This is an optimization exercise on Yosys and OpenROAD, whose aim is small area, a short achievable clock period and few clock cycles per item, not a production implementation.
The RTL of this run was laid out without a check of its function.

**run.sh**
```bash
#!/bin/bash
# synth_recipe.tcl (not shown) runs the flow's synth.tcl, then flattens the netlist and writes it again
# the make line also repeats each setting of config.mk as NAME=value (left out here)
make -C /OpenROAD-flow-scripts/flow DESIGN_CONFIG=/design/flow/config.mk WORK_HOME=/design/flow/orfs CLKGATE_MAP_FILE= SYNTH_SCRIPT=/design/flow/synth_recipe.tcl finish
```
**config.mk**
```make
export PLATFORM = sky130hd
export DESIGN_NAME = cle_loop
export DESIGN_NICKNAME = cle_loop
export VERILOG_FILES = /design/flow/design.v
export SDC_FILE = /design/flow/constraint.sdc
export NUM_CORES = 8
export LEC_CHECK = 0
export CAP_MARGIN = 20
export CORE_MARGIN = 2
export CORE_UTILIZATION = 30
export SLEW_MARGIN = 20
```
**constraint.sdc**
```tcl
create_clock -name core_clock -period 30.0 [get_ports {clk}]
set_input_delay 6.0000 -clock core_clock [delete_from_list [all_inputs] [get_ports {clk}]]
set_output_delay 6.0000 -clock core_clock [all_outputs]
set_load 0.01 [all_outputs]
```
**design.v**
```verilog
module cle_loop (
    input  wire        clk,
    input  wire        rst,
    input  wire        cfg_we,
    input  wire [6:0]  cfg_addr,
    input  wire [31:0] cfg_wdata,
    input  wire        ev_start,
    input  wire [31:0] ev_y,
    input  wire        ev_y_valid,
    output wire        ready,
    output reg         res_valid,
    output reg  [31:0] res_u,
    output wire [31:0] res_rw,
    output reg         res_clamped,
    output wire        res_input_bad,
    output wire        res_ramping,
    output wire        res_int,
    output reg         res_limit
);
    localparam signed [39:0] SMAX = 40'sh7F_FFFF_FFFF;
    localparam signed [39:0] SMIN = -40'sh7F_FFFF_FFFF;
    function automatic signed [39:0] sat40(input signed [55:0] v);
        if (v > $signed({{16{1'b0}}, SMAX}))
            sat40 = SMAX;
        else if (v < $signed({{16{1'b1}}, SMIN}))
            sat40 = SMIN;
        else
            sat40 = v[39:0];
    endfunction
    function automatic signed [39:0] rnd_prod(input signed [71:0] p);
        reg signed [71:0] r;
        begin
            r = (p + 72'sd536870912) >>> 30;
            rnd_prod = sat40(r[55:0]);
        end
    endfunction
    function automatic signed [31:0] clamp32(input signed [31:0] v,
                                             input signed [31:0] lo,
                                             input signed [31:0] hi);
        if (v < lo)
            clamp32 = lo;
        else if (v > hi)
            clamp32 = hi;
        else
            clamp32 = v;
    endfunction
    reg signed [31:0] cb0 [0:7];
    reg signed [31:0] cb1 [0:7];
    reg signed [31:0] cb2 [0:7];
    reg signed [31:0] ca1 [0:7];
    reg signed [31:0] ca2 [0:7];
    reg        [3:0]  csh [0:7];
    reg        [3:0]  nsec;
    reg               soft_en, invert;
    reg signed [31:0] out_min, out_max;
    reg        [31:0] slew, ramp;
    reg        [15:0] lim_n;
    reg signed [31:0] setpoint;
    reg               mode_auto;
    reg signed [31:0] man_m;
    reg signed [39:0] s1 [0:7];
    reg signed [39:0] s2 [0:7];
    reg signed [31:0] u_prev;
    reg signed [31:0] rw;
    reg               soft_pending;
    reg        [15:0] lim_cnt;
    reg               lim_armed;
    reg               busy;          
    reg               wait1;         
    reg        [2:0]  sec;           
    reg signed [39:0] x;             
    reg               bad;           
    reg               ramping_r, int_r;
    reg signed [39:0] trk_t;         
    reg signed [31:0] m_c_r;
    reg signed [33:0] slo_r, shi_r;
    reg               lim_hit_r;
    reg               bg_v, bg_last;
    reg        [2:0]  bg_sec;
    reg signed [39:0] pre_r, s1e_r, t1_r, t2_r;
    reg ready_r;
    assign ready = ready_r;
    wire [3:0] last_idx = nsec - 4'd1;
    wire       is_int   = (nsec != 4'd0) &&
                          (ca1[last_idx[2:0]] == 32'hC000_0000) &&
                          (ca2[last_idx[2:0]] == 32'd0) &&
                          (cb2[last_idx[2:0]] == 32'd0);
    wire       ch_last  = ({1'b0, sec} == last_idx);
    wire signed [32:0] r_diff  = {setpoint[31], setpoint} - {rw[31], rw};
    wire signed [32:0] ramp_s  = {1'b0, ramp};
    wire               rw_is_y = !mode_auto || (soft_en && soft_pending);
    reg  signed [31:0] rw_tgt;
    always @(*) begin
        if (ramp == 32'd0)
            rw_tgt = setpoint;
        else if (r_diff > ramp_s)
            rw_tgt = rw + ramp;
        else if (r_diff < -ramp_s)
            rw_tgt = rw - ramp;
        else
            rw_tgt = setpoint;
    end
    wire signed [31:0] rw_next = rw_is_y ? ev_y : rw_tgt;
    wire signed [32:0] err = invert ? ({ev_y[31], ev_y} - {rw_tgt[31], rw_tgt})
                                    : ({rw_tgt[31], rw_tgt} - {ev_y[31], ev_y});
    wire signed [39:0] x0  = rw_is_y ? 40'sd0 : sat40({{15{err[32]}}, err, 8'd0});
    wire signed [39:0] b    = rnd_prod(cb0[sec] * x);
    wire signed [39:0] s1c  = s1[sec];
    wire               trk  = !mode_auto && int_r && ch_last;
    wire signed [40:0] tdif = {trk_t[39], trk_t} - {b[39], b};
    reg  signed [39:0] pre;
    always @(*) begin
        if (trk) begin
            if (tdif > $signed({1'b0, SMAX}))
                pre = sat40({{16{b[39]}}, b} + {{16{1'b0}}, SMAX});
            else if (tdif < $signed({1'b1, SMIN}))
                pre = sat40({{16{b[39]}}, b} + {{16{1'b1}}, SMIN});
            else
                pre = sat40({{16{trk_t[39]}}, trk_t});
        end else
            pre = sat40({{16{b[39]}}, b} + {{16{s1c[39]}}, s1c});
    end
    wire signed [39:0] xn   = sat40({{16{pre[39]}}, pre} <<< csh[sec]);
    wire signed [39:0] t1   = rnd_prod(cb1[sec] * x);
    wire signed [39:0] t2   = rnd_prod(cb2[sec] * x);
    wire signed [39:0] p1   = rnd_prod(ca1[bg_sec] * pre_r);
    wire signed [39:0] p2   = rnd_prod(ca2[bg_sec] * pre_r);
    wire signed [39:0] d1   = sat40({{16{t1_r[39]}}, t1_r} - {{16{p1[39]}}, p1});
    wire signed [39:0] s2o  = s2[bg_sec];
    wire signed [39:0] s1n  = sat40({{16{d1[39]}}, d1} + {{16{s2o[39]}}, s2o});
    wire signed [39:0] s2n  = sat40({{16{t2_r[39]}}, t2_r} - {{16{p2[39]}}, p2});
    wire signed [31:0] u_raw = x[39:8];
    wire signed [31:0] u_c   = clamp32(u_raw, out_min, out_max);
    wire signed [33:0] uc_w  = {{2{u_c[31]}}, u_c};
    reg  signed [31:0] u_auto;
    always @(*) begin
        if (slew == 32'd0)
            u_auto = u_c;
        else if (uc_w < slo_r)
            u_auto = slo_r[31:0];
        else if (uc_w > shi_r)
            u_auto = shi_r[31:0];
        else
            u_auto = u_c;
    end
    wire signed [31:0] u_new   = mode_auto ? u_auto : m_c_r;
    wire               clamped = (u_new != u_raw);
    wire               aw      = bg_last && mode_auto && int_r &&
                                 (((u_new < u_raw) && (s1n > s1e_r)) ||
                                  ((u_new > u_raw) && (s1n < s1e_r)));
    always @(*) begin
        if (bad) begin
            res_u       = u_prev;
            res_clamped = 1'b0;
            res_limit   = 1'b0;
        end else begin
            res_u       = u_new;
            res_clamped = clamped;
            res_limit   = clamped && lim_hit_r;
        end
    end
    assign res_rw        = rw;
    assign res_input_bad = bad;
    assign res_ramping   = ramping_r;
    assign res_int       = int_r;
    wire signed [31:0] m_c     = clamp32(man_m, out_min, out_max);
    wire signed [39:0] m_wide  = {m_c, 8'd0};
    wire clear = cfg_we && (cfg_addr == 7'h4A);
    integer i;
    always @(posedge clk) begin
        if (rst) begin
            for (i = 0; i < 8; i = i + 1) begin
                cb0[i] <= 32'd0; cb1[i] <= 32'd0; cb2[i] <= 32'd0;
                ca1[i] <= 32'd0; ca2[i] <= 32'd0; csh[i] <= 4'd0;
                s1[i]  <= 40'd0; s2[i]  <= 40'd0;
            end
            nsec <= 4'd0; soft_en <= 1'b0; invert <= 1'b0;
            out_min <= 32'd0; out_max <= 32'd0; slew <= 32'd0; ramp <= 32'd0;
            lim_n <= 16'd0; setpoint <= 32'd0; mode_auto <= 1'b0; man_m <= 32'd0;
            u_prev <= 32'd0; rw <= 32'd0; soft_pending <= 1'b1;
            lim_cnt <= 16'd0; lim_armed <= 1'b1;
            busy <= 1'b0; wait1 <= 1'b0; sec <= 3'd0; x <= 40'd0; bad <= 1'b0;
            ramping_r <= 1'b0; int_r <= 1'b0; trk_t <= 40'd0; m_c_r <= 32'd0;
            slo_r <= 34'd0; shi_r <= 34'd0; lim_hit_r <= 1'b0;
            bg_v <= 1'b0; bg_last <= 1'b0; bg_sec <= 3'd0;
            pre_r <= 40'd0; s1e_r <= 40'd0; t1_r <= 40'd0; t2_r <= 40'd0;
            ready_r <= 1'b1; res_valid <= 1'b0;
        end else begin
            res_valid <= 1'b0;
            bg_v      <= 1'b0;
            bg_last   <= 1'b0;
            wait1     <= 1'b0;
            if (wait1) begin
                ready_r   <= 1'b1;
                res_valid <= 1'b1;
            end
            ramping_r <= (rw != setpoint);
            int_r     <= is_int;
            m_c_r     <= m_c;
            trk_t     <= m_wide >>> csh[last_idx[2:0]];
            slo_r     <= {{2{u_prev[31]}}, u_prev} - {2'b00, slew};
            shi_r     <= {{2{u_prev[31]}}, u_prev} + {2'b00, slew};
            lim_hit_r <= (lim_n != 16'd0) && lim_armed && (lim_cnt + 16'd1 == lim_n);
            if (res_valid && !bad) begin
                u_prev <= u_new;
                if (clamped) begin
                    if (lim_cnt != 16'hFFFF)
                        lim_cnt <= lim_cnt + 16'd1;
                    if (lim_hit_r)
                        lim_armed <= 1'b0;
                end else begin
                    lim_cnt   <= 16'd0;
                    lim_armed <= 1'b1;
                end
            end
            if (bg_v) begin
                s1[bg_sec] <= aw ? s1e_r : s1n;
                s2[bg_sec] <= s2n;
            end
            if (busy) begin
                x       <= xn;
                pre_r   <= pre;
                s1e_r   <= s1c;
                t1_r    <= t1;
                t2_r    <= t2;
                bg_v    <= 1'b1;
                bg_sec  <= sec;
                bg_last <= ch_last;
                if (ch_last) begin
                    busy      <= 1'b0;
                    ready_r   <= 1'b1;
                    res_valid <= 1'b1;
                end else
                    sec <= sec + 3'd1;
            end
            if (ready_r && cfg_we) begin
                if (cfg_addr[6] == 1'b0) begin
                    case (cfg_addr[2:0])
                        3'd0: cb0[cfg_addr[5:3]] <= cfg_wdata;
                        3'd1: cb1[cfg_addr[5:3]] <= cfg_wdata;
                        3'd2: cb2[cfg_addr[5:3]] <= cfg_wdata;
                        3'd3: ca1[cfg_addr[5:3]] <= cfg_wdata;
                        3'd4: ca2[cfg_addr[5:3]] <= cfg_wdata;
                        3'd5: csh[cfg_addr[5:3]] <= cfg_wdata[3:0];
                        default: ;
                    endcase
                end else begin
                    case (cfg_addr[5:0])
                        6'h00: nsec <= cfg_wdata[3:0];
                        6'h01: begin soft_en <= cfg_wdata[0]; invert <= cfg_wdata[1]; end
                        6'h02: out_min  <= cfg_wdata;
                        6'h03: out_max  <= cfg_wdata;
                        6'h04: slew     <= cfg_wdata;
                        6'h05: ramp     <= cfg_wdata;
                        6'h06: lim_n    <= cfg_wdata[15:0];
                        6'h07: setpoint <= cfg_wdata;
                        6'h08: begin
                            mode_auto <= cfg_wdata[0];
                            if (!cfg_wdata[0])
                                soft_pending <= 1'b1;
                        end
                        6'h09: man_m    <= cfg_wdata;
                        6'h0A: begin
                            for (i = 0; i < 8; i = i + 1) begin
                                s1[i] <= 40'd0;
                                s2[i] <= 40'd0;
                            end
                            u_prev       <= 32'd0;
                            rw           <= 32'd0;
                            soft_pending <= 1'b1;
                            lim_cnt      <= 16'd0;
                            lim_armed    <= 1'b1;
                        end
                        default: ;
                    endcase
                end
            end else if (ready_r && ev_start) begin
                ready_r <= 1'b0;
                bad     <= !ev_y_valid;
                if (ev_y_valid) begin
                    rw  <= rw_next;
                    if (mode_auto)
                        soft_pending <= 1'b0;
                    x   <= x0;
                    sec <= 3'd0;
                end
                if (!ev_y_valid || nsec == 4'd0)
                    wait1 <= 1'b1;
                else
                    busy  <= 1'b1;
            end
        end
    end
endmodule
```
==> summary.txt <==
Run status
  • Status: timing/DRC/antenna clean

CTS
  • Clk pin slew, worst setup/hold paths: 60 ps
  • Hold buffers post-CTS: 0
  • H-Tree Level Count: 5
  • Total CTS buffers: 293
  • CTS root buffer: clkbuf_16
  • CTS tree: done
  • Clk Latency, worst-skew pair: 1040 ps
  • Clock Sinks: 2606
  • Longest Clk Path Bufs: 5

Global routing
  • GRT overflow: 0
  • First-pass GRT wire length: 2070000 um
  • Largest net degree at the start of global routing: 100
  • Vias in the first global route: 295000
  • Overall Global Routing Usage: 0.227
  • Initial antenna violation count: 165

Worst setup path
  • Crit start category: flip-flop
  • Critical path endpoint category: flip-flop
  • Largest fanout on the critical path: 23
  • Crit path max-delay cell type: or4b_2
  • Worst Path Required: 30690 ps
  • Crit path largest cell delay: 590 ps
  • CP Class: reg -> reg
  • Critical Path AT: 28500 ps
  • CP dominant cell by count: a21oi_1

Timing
  • Max Clock Freq: around 36 MHz
  • Post-Route Setup TNS: 0 ps
  • Hold Fails Final Rpt: 0
  • Final Critical Period: 27820 ps
  • Fin Clk Skew: approximately 130 ps
  • Hold WS: 453 ps
  • Worst slew margin: 0.139
  • RSZ-0062 raised after global routing: false
  • Final period utilization: 0.927
  • Setup violators final: 0
  • Worst Tran Pin Value: 1290 ps
  • Final Max Slew Viols: 0

Route
  • Routed wire length per instance: approximately 26 um
  • DRT Pass-1 Iters: 6
  • Iteration-0 DRC count of the detailed router: 28500
  • Post-DRT Antenna Nets: 0
  • Post-Route WL: 1420000 um
  • Vias post-DR: roughly 280k
  • Remaining DRCs: 0
  • Routed vias/inst: 5.23

Place
  • Gpl congestion: 0.987
  • DP HPWL: 1080000 um
  • PortBufs: ~150

Synth
  • Most used DFF post-synth: edfxtp_1
  • Netlist Area Pre-Place: approximately 370000 um^2
  • Ys Warns: 1
  • Syn Inst Count: 38700
  • Seq/Total Area, Yosys: 0.194
  • Mean Syn Cell Area: 9.53 um^2
  • Post-synth ARST share: 0
  • FF+latch count, synth: 2606
  • Synth Net Count: roughly 47000
  • Post-synth EDFFs: 1952
  • Post-synthesis cell type count: 126

Die
  • Starting density of the core: 0.301
  • Core box area: between 1000000 and 1500000 um^2
  • Rows: 407
  • Die Area: ~1200000 um^2
  • Die height: 1110 um
  • Die width: 1110 um
  • Boundary pin count: 147

Final layout
  • Final Net Count: 46000
  • Reg area: 72000 um^2
  • Fill count: 126000
  • Layout area overhead: 8.28%
  • Area of the multi-input gates: roughly 260000 um^2
  • Layout cell share with drive strength beyond 1: 0.0738

Run
  • Max-cap violation count: 0

Hold path
  • Min-delay worst type: reg -> reg
-- sequential cells by signal, indices dropped and copies added, names as in the netlist, 33 cells and up, named ones only --
signal,cells
ca1,256
ca2,256
cb0,256
cb1,256
cb2,256
pre_r,40
s1,320
s1e_r,40
s2,320
shi_r,33
slo_r,34
t1_r,40
t2_r,40
trk_t,40
x,40
-- cells by family (layout without fill, tap and decap cells) --
group	count (synthesis)	after routing	share of synthesized area
and+or+nand+nor	12500	12500	0.159
buffers and inverters	9638	8713	0.0982
adders and majority gates	8367	8367	0.418
AOI/OAI and AO/OA	4023	4023	0.0704
DFF	2606	2606	0.194
muxes	1049	1049	0.0467
xor gates and xnor gates	565	565	0.0135
other	0	142	0
-- Yosys cell counts (115+ instances only) --
cell type / count / share of area
and2_1: 2110 / 0.036
dfxtp_1: 654 / 0.035
nand2_1: 5806 / 0.059
a211oi_1: 209 / 0.0042
edfxtp_1: 1952 / 0.16
ha_1: 1732 / 0.059
nand4_1: 227 / 0.0038
fa_1: 6622 / 0.36
buf_1: 123 / 0.0013
a21o_1: 278 / 0.0057
xnor2_1: 398 / 0.0094
nor4_1: 290 / 0.0049
o21a_1: 115 / 0.0023
mux2_2: 323 / 0.0098
inv_1: 7250 / 0.074
nor3_1: 332 / 0.0045
mux2i_1: 218 / 0.0059
nor2b_1: 537 / 0.0091
o21ai_0: 947 / 0.013
xor2_1: 165 / 0.0039
o31ai_1: 129 / 0.0026
a21oi_1: 1130 / 0.015
or2_2: 261 / 0.0044
and3_1: 134 / 0.0023
or3_1: 152 / 0.0026
nor2_1: 1912 / 0.019
nand3_1: 257 / 0.0035
nand2b_1: 224 / 0.0038
mux4_2: 507 / 0.031
clkbuf_1: 2225 / 0.023
-- final cells by class --
cell class | count | share of cell area
timing repair buffer | 956 | 0.0190
antenna | 142 | 0.000889
clock buffer | 363 | 0.0196
inverter | 7256 | 0.0681
clock inverter | 138 | 0.00330
multi-input combinational | 26500 | 0.658
tap | 16400 | 0.0512
sequential | 2606 | 0.180
-- through the flow --
| step | utilization | area, um^2 | std cells | setup WS, ps |
|---|---|---|---|---|
| global route | 0.325 | 400000 | 54200 | 117 |
| floorplan | - | 369000 | 38700 | 4460 |
| global placement | 0.318 | 390000 | 53700 | 924 |
| detailed placement | 0.318 | 390000 | 53700 | 1080 |
| finish | 0.326 | 400000 | 54300 | 2180 |
| CTS | 0.325 | 399000 | 54200 | 1000 |
-- critical path: cells and delay by family, from the launching register on --
family	cells	cell delay, ps
flops	1	430
simple gates	27	5690
fa+ha+maj	14	6070
xor+xnor	1	150
mux	2	1030
compound gates	57	11910
buf+inv	15	2190
-- final timing paths --
check | startpoint | slack (ps) | cells after the start | endpoint
max | flip-flop | 2180 | 116 | s1[2][6]
min | lim_cnt[15] | 450 | 2 | lim_cnt[15]
max reg2reg | flip-flop | 2180 | 116 | s1[2][6]
min reg2reg | lim_cnt[15] | 450 | 2 | lim_cnt[15]
-- layout by cell type (no fill, tap or decap), drive strengths merged, types with 115 or more instances in the layout --
master	netlist	routed
a211oi	212	212
a21o	278	278
a21oi	1132	1132
and2	2111	2111
and3	134	134
buf	155	843
clkbuf	2227	363
dfxtp	654	654
diode	0	142
edfxtp	1952	1952
fa	6622	6622
ha	1732	1732
inv	7250	7262
mux2	324	324
mux2i	218	218
mux4	507	507
nand2	5806	5806
nand2b	224	224
nand3	258	258
nand4	228	228
nor2	1914	1914
nor2b	537	537
nor3	334	334
nor4	295	295
o21a	115	115
o21ai	963	963
o31ai	132	132
or2	264	264
or3	152	152
xnor2	398	398
xor2	166	166
-- routing by layer --
metal	global-route usage	part of all wire	up-vias
met2	0.360	0.45	14600
li1	-	-	119000
met1	0.279	0.38	147000
met3	0.0524	0.097	3722
met5	0	0.00053	-
met4	0.143	0.077	74
-- what timing repair did --
action                     CTS  global route
setup buffers                0             6
setup endpoints to repair    0           320
resized for setup            0            30

-- separate check: timing with driven ports --
The results above use ideal ports. As a check the final layout listed here was re-extracted and re-timed, cells and wires unchanged. Step 1 (the two cells are an assumption about what drives the block):
set clk [get_ports {clk}]
set_driving_cell -lib_cell sky130_fd_sc_hd__clkbuf_16 $clk
set_driving_cell -lib_cell sky130_fd_sc_hd__buf_2 [delete_from_list [all_inputs] $clk]
Step 2 times the ports against the registers' clock, not the clock port: input delays grow and output delays shrink by t, the midpoint of the rising clock arrivals with the driver on. Three values: ideal, step 1, step 2; two values: the first two.
t, ns: 1.094
slack for setup (ns): 2.183 / 2.183 / 2.183
cell pins on the clock port's net: 1
After both steps this run still meets setup and hold. The setup slack of this run moves by 0.000 ns with the drivers and by 0.000 ns with both steps.
